Background: an optimization exercise with open tools, aiming at small area and a short achievable clock period. Do not read the settings as production practice. In this exercise RTL edits were held to simulation tests only and were not proved equivalent to the original. Power is estimated from default activity; no workload was simulated.

green:
==> module requant_epilogue, before the edit <==
module requant_epilogue #(
    parameter LANES = 2
) (
    input  wire                clk,
    input  wire                rst,
    input  wire                in_valid,
    input  wire [32*LANES-1:0] acc,
    input  wire [31*LANES-1:0] mult,
    input  wire [6*LANES-1:0]  shift,
    input  wire [16*LANES-1:0] zp,
    input  wire [1:0]          fmt,
    input  wire [15:0]         clamp_lo,
    input  wire [15:0]         clamp_hi,
    output reg                 out_valid,
    output reg  [16*LANES-1:0] out_q,
    output reg  [LANES-1:0]    out_sat
);
    genvar i;
    reg                v1;
    reg [32*LANES-1:0] acc1;
    reg [16*LANES-1:0] one1, two1;
    reg [15*LANES-1:0] neg1;
    reg [6*LANES-1:0]  sh1;
    reg [16*LANES-1:0] zp1;
    reg [1:0]          fmt1;
    reg [15:0]         lo1, hi1;
    wire [16*LANES-1:0] one_w, two_w;
    wire [15*LANES-1:0] neg_w;
    generate
        for (i = 0; i < LANES; i = i + 1) begin : enc
            requant_booth u_enc (
                .m   (mult[31*i +: 31]),
                .one (one_w[16*i +: 16]),
                .two (two_w[16*i +: 16]),
                .neg (neg_w[15*i +: 15])
            );
        end
    endgenerate
    always @(posedge clk) begin
        if (rst) v1 <= 1'b0;
        else     v1 <= in_valid;
        acc1  <= acc;
        one1  <= one_w;
        two1  <= two_w;
        neg1  <= neg_w;
        sh1   <= shift;
        zp1   <= zp;
        fmt1  <= fmt;
        lo1   <= clamp_lo;
        hi1   <= clamp_hi;
    end
    wire [15:0] slo_w, shi_w;
    wire        emp_w;
    requant_window u_win (
        .fmt(fmt1), .clamp_lo(lo1), .clamp_hi(hi1),
        .slo(slo_w), .shi(shi_w), .empty(emp_w)
    );
    wire [63*LANES-1:0] ra_w, rb_w;
    generate
        for (i = 0; i < LANES; i = i + 1) begin : mul
            requant_mul u_mul (
                .a   (acc1[32*i +: 32]),
                .one (one1[16*i +: 16]),
                .two (two1[16*i +: 16]),
                .neg (neg1[15*i +: 15]),
                .ra  (ra_w[63*i +: 63]),
                .rb  (rb_w[63*i +: 63])
            );
        end
    endgenerate
    reg                v2;
    reg [63*LANES-1:0] ra2, rb2;
    reg [6*LANES-1:0]  sh2;
    reg [16*LANES-1:0] zp2;
    reg [1:0]          fmt2;
    reg [15:0]         slo2, shi2;
    reg                emp2;
    always @(posedge clk) begin
        if (rst) v2 <= 1'b0;
        else     v2 <= v1;
        ra2  <= ra_w;
        rb2  <= rb_w;
        sh2  <= sh1;
        zp2  <= zp1;
        fmt2 <= fmt1;
        slo2 <= slo_w;
        shi2 <= shi_w;
        emp2 <= emp_w;
    end
    wire [16*LANES-1:0] fl_w;
    wire [LANES-1:0]    s_w, big_w, rnd_w;
    generate
        for (i = 0; i < LANES; i = i + 1) begin : sha
            requant_shift_hi u_sh (
                .ra    (ra2[63*i +: 63]),
                .rb    (rb2[63*i +: 63]),
                .shift (sh2[6*i +: 6]),
                .fl    (fl_w[16*i +: 16]),
                .s     (s_w[i]),
                .big   (big_w[i]),
                .rnd   (rnd_w[i])
            );
        end
    endgenerate
    reg                v3;
    reg [16*LANES-1:0] fl3;
    reg [LANES-1:0]    s3, big3, rnd3;
    reg [16*LANES-1:0] zp3;
    reg [1:0]          fmt3;
    reg [15:0]         slo3, shi3;
    reg                emp3;
    always @(posedge clk) begin
        if (rst) v3 <= 1'b0;
        else     v3 <= v2;
        fl3  <= fl_w;
        s3   <= s_w;
        big3 <= big_w;
        rnd3 <= rnd_w;
        zp3  <= zp2;
        fmt3 <= fmt2;
        slo3 <= slo2;
        shi3 <= shi2;
        emp3 <= emp2;
    end
    wire [16*LANES-1:0] q_w;
    wire [LANES-1:0]    sat_w;
    generate
        for (i = 0; i < LANES; i = i + 1) begin : lane
            requant_lane u_lane (
                .fl    (fl3[16*i +: 16]),
                .s     (s3[i]),
                .big   (big3[i]),
                .rnd   (rnd3[i]),
                .zp    (zp3[16*i +: 16]),
                .fmt   (fmt3),
                .slo   (slo3),
                .shi   (shi3),
                .empty (emp3),
                .q     (q_w[16*i +: 16]),
                .sat   (sat_w[i])
            );
        end
    endgenerate
    always @(posedge clk) begin
        if (rst) out_valid <= 1'b0;
        else     out_valid <= v3;
        out_q   <= q_w;
        out_sat <= sat_w;
    end
endmodule
Settings: LEC_CHECK=0, ABC_AREA=1, CAP_MARGIN=20, CORE_MARGIN=2, CORE_UTILIZATION=55, CTS_CLUSTER_DIAMETER=120, CTS_CLUSTER_SIZE=20, PLACE_DENSITY=0.7, SLEW_MARGIN=20; clock period 22.0 ns.
standard.sh (not shown) runs the stock make flow with config.mk's settings and CLKGATE_MAP_FILE= SYNTH_SCRIPT=/design/flow/synth_recipe.tcl, a recipe that flattens the netlist after the stock synthesis.
==> flow/flow/run.sh <==
#!/bin/bash
# Layout flow: the standard.sh (ORFS from synthesis to finish) with
# these changes:
#  - synthesis runs flow/synth_noabc.tcl, which is synth_recipe.tcl with
#    Yosys's synth told -noabc, so that extract_fa maps the RTL's full adders
#    as written (ORFS's own abc mapping still runs after it);
#  - the ports are buffered with buf_1 instead of the delay buffer that
#    buffer_ports picks by default, and flow/post_gp.tcl (run after global
#    placement) makes the output ports' buffers buf_4 and the output
#    registers dfxtp_2;
#  - clock tree synthesis (CTS_ARGS) clusters up to 20 sinks within 120 um
#    per leaf buffer, as config.mk's CTS_CLUSTER_SIZE and
#    CTS_CLUSTER_DIAMETER ask, and adds no dummy loads.
# standard.sh's output goes to flow_standard.log; ORFS keeps each step's
# log under orfs/logs.
set -euo pipefail
here=$(pwd)
sed "s#SYNTH_SCRIPT=[^ ]*synth_recipe.tcl#SYNTH_SCRIPT=$here/flow/synth_noabc.tcl#" standard.sh > flow_standard.sh
grep -q "SYNTH_SCRIPT=$here/flow/synth_noabc.tcl" flow_standard.sh
export BUFFER_PORTS_ARGS="-buffer_cell sky130_fd_sc_hd__buf_1"
export POST_GLOBAL_PLACE_TCL="$here/flow/post_gp.tcl"
export CTS_ARGS="-sink_clustering_enable -repair_clock_nets -sink_clustering_size 20 -sink_clustering_max_diameter 120 -dont_use_dummy_load"
bash flow_standard.sh > flow_standard.log 2>&1
==> flow/flow/post_gp.tcl <==
# Run after global placement (POST_GLOBAL_PLACE_TCL). buffer_ports gave
# every port a buf_1; the outputs, which the output registers drive to the
# die edge, get a buf_4 instead, and the output registers drive strength 2.
foreach inst [get_cells output*] {
  replace_cell $inst sky130_fd_sc_hd__buf_4
}
foreach inst [get_cells {out_q* out_sat* out_valid*}] {
  if {[get_property [get_lib_cells -of_objects $inst] name] == "sky130_fd_sc_hd__dfxtp_1"} {
    replace_cell $inst sky130_fd_sc_hd__dfxtp_2
  }
}
==> flow/flow/synth_noabc.tcl <==
# synth_recipe.tcl with one change: Yosys's synth skips its abc -fast pass
# (-noabc), so extract_fa sees the full adders as the RTL writes them rather
# than after abc has re-mapped them (which leaves inverters between them).
# ORFS's own abc mapping, after the adders are extracted, still runs.
proc synth {args} { yosys synth -nofsm -noshare -noabc {*}$args }
source $::env(SCRIPTS_DIR)/synth.tcl
# left out here: clear keep_hierarchy, flatten, clean up, hide names made inside functions, write 1_2_yosys.v
Input changes introduced in orange (baseline for comparison: green):
--- a/flow/design.v
+++ b/flow/design.v
@@ -2262,35 +2262,20 @@
     output reg  [LANES-1:0]    out_sat
 );
     genvar i;
     reg                v1;
     reg [32*LANES-1:0] acc1;
-    reg [16*LANES-1:0] one1, two1;
-    reg [15*LANES-1:0] neg1;
+    reg [31*LANES-1:0] mult1;
     reg [6*LANES-1:0]  sh1;
     reg [16*LANES-1:0] zp1;
     reg [1:0]          fmt1;
     reg [15:0]         lo1, hi1;
-    wire [16*LANES-1:0] one_w, two_w;
-    wire [15*LANES-1:0] neg_w;
-    generate
-        for (i = 0; i < LANES; i = i + 1) begin : enc
-            requant_booth u_enc (
-                .m   (mult[31*i +: 31]),
-                .one (one_w[16*i +: 16]),
-                .two (two_w[16*i +: 16]),
-                .neg (neg_w[15*i +: 15])
-            );
-        end
-    endgenerate
     always @(posedge clk) begin
         if (rst) v1 <= 1'b0;
         else     v1 <= in_valid;
         acc1  <= acc;
-        one1  <= one_w;
-        two1  <= two_w;
-        neg1  <= neg_w;
+        mult1 <= mult;
         sh1   <= shift;
         zp1   <= zp;
         fmt1  <= fmt;
         lo1   <= clamp_lo;
         hi1   <= clamp_hi;
@@ -2299,18 +2284,26 @@
     wire        emp_w;
     requant_window u_win (
         .fmt(fmt1), .clamp_lo(lo1), .clamp_hi(hi1),
         .slo(slo_w), .shi(shi_w), .empty(emp_w)
     );
+    wire [16*LANES-1:0] one_w, two_w;
+    wire [15*LANES-1:0] neg_w;
     wire [63*LANES-1:0] ra_w, rb_w;
     generate
         for (i = 0; i < LANES; i = i + 1) begin : mul
+            requant_booth u_enc (
+                .m   (mult1[31*i +: 31]),
+                .one (one_w[16*i +: 16]),
+                .two (two_w[16*i +: 16]),
+                .neg (neg_w[15*i +: 15])
+            );
             requant_mul u_mul (
                 .a   (acc1[32*i +: 32]),
-                .one (one1[16*i +: 16]),
-                .two (two1[16*i +: 16]),
-                .neg (neg1[15*i +: 15]),
+                .one (one_w[16*i +: 16]),
+                .two (two_w[16*i +: 16]),
+                .neg (neg_w[15*i +: 15]),
                 .ra  (ra_w[63*i +: 63]),
                 .rb  (rb_w[63*i +: 63])
             );
         end
     endgenerate
==> comparison <==
- orange vs green, shortest clock period the worst path allows after layout went up by 590 ps.
- Worst vdd rail ir drop sits higher in orange than in green.
- Delta (orange minus green): vertical die dimension lost 2.2 um, number of hold buffers added after cts closely matched the old numbers, number of buffer and inverter instances along the worst setup path picked up an extra 2, well tap count went down by 0.80%.
- The total nets after synthesis of green and that of orange are within noise of each other.

[separate check: timing with driven ports]
How much do the figures lean on ideal ports? The routed layouts below were timed once more, with nothing changed but the port constraints. Step 1 assumes that a clkbuf_16 drives the clock port and a buf_2 every other input. Step 2 moves the port delays by t, midway between the first and last clock arrival at a register: inputs arrive t later, outputs are due t later. That takes back most of the time a late clock gives input paths. Three values: ideal ports, drivers, drivers and shift; two values: the first two.
run | shift t [ns] | setup slack, ns | clock arrival spread, ns | cell pins on the clock port's net
green | 0.706 | 16.486 / 16.407 / 16.801 | 0.078 / 0.079 | 1
orange | 0.712 | 15.895 / 15.895 / 15.895 | 0.070 / 0.070 | 1
After both steps setup and hold are still met in every run listed.
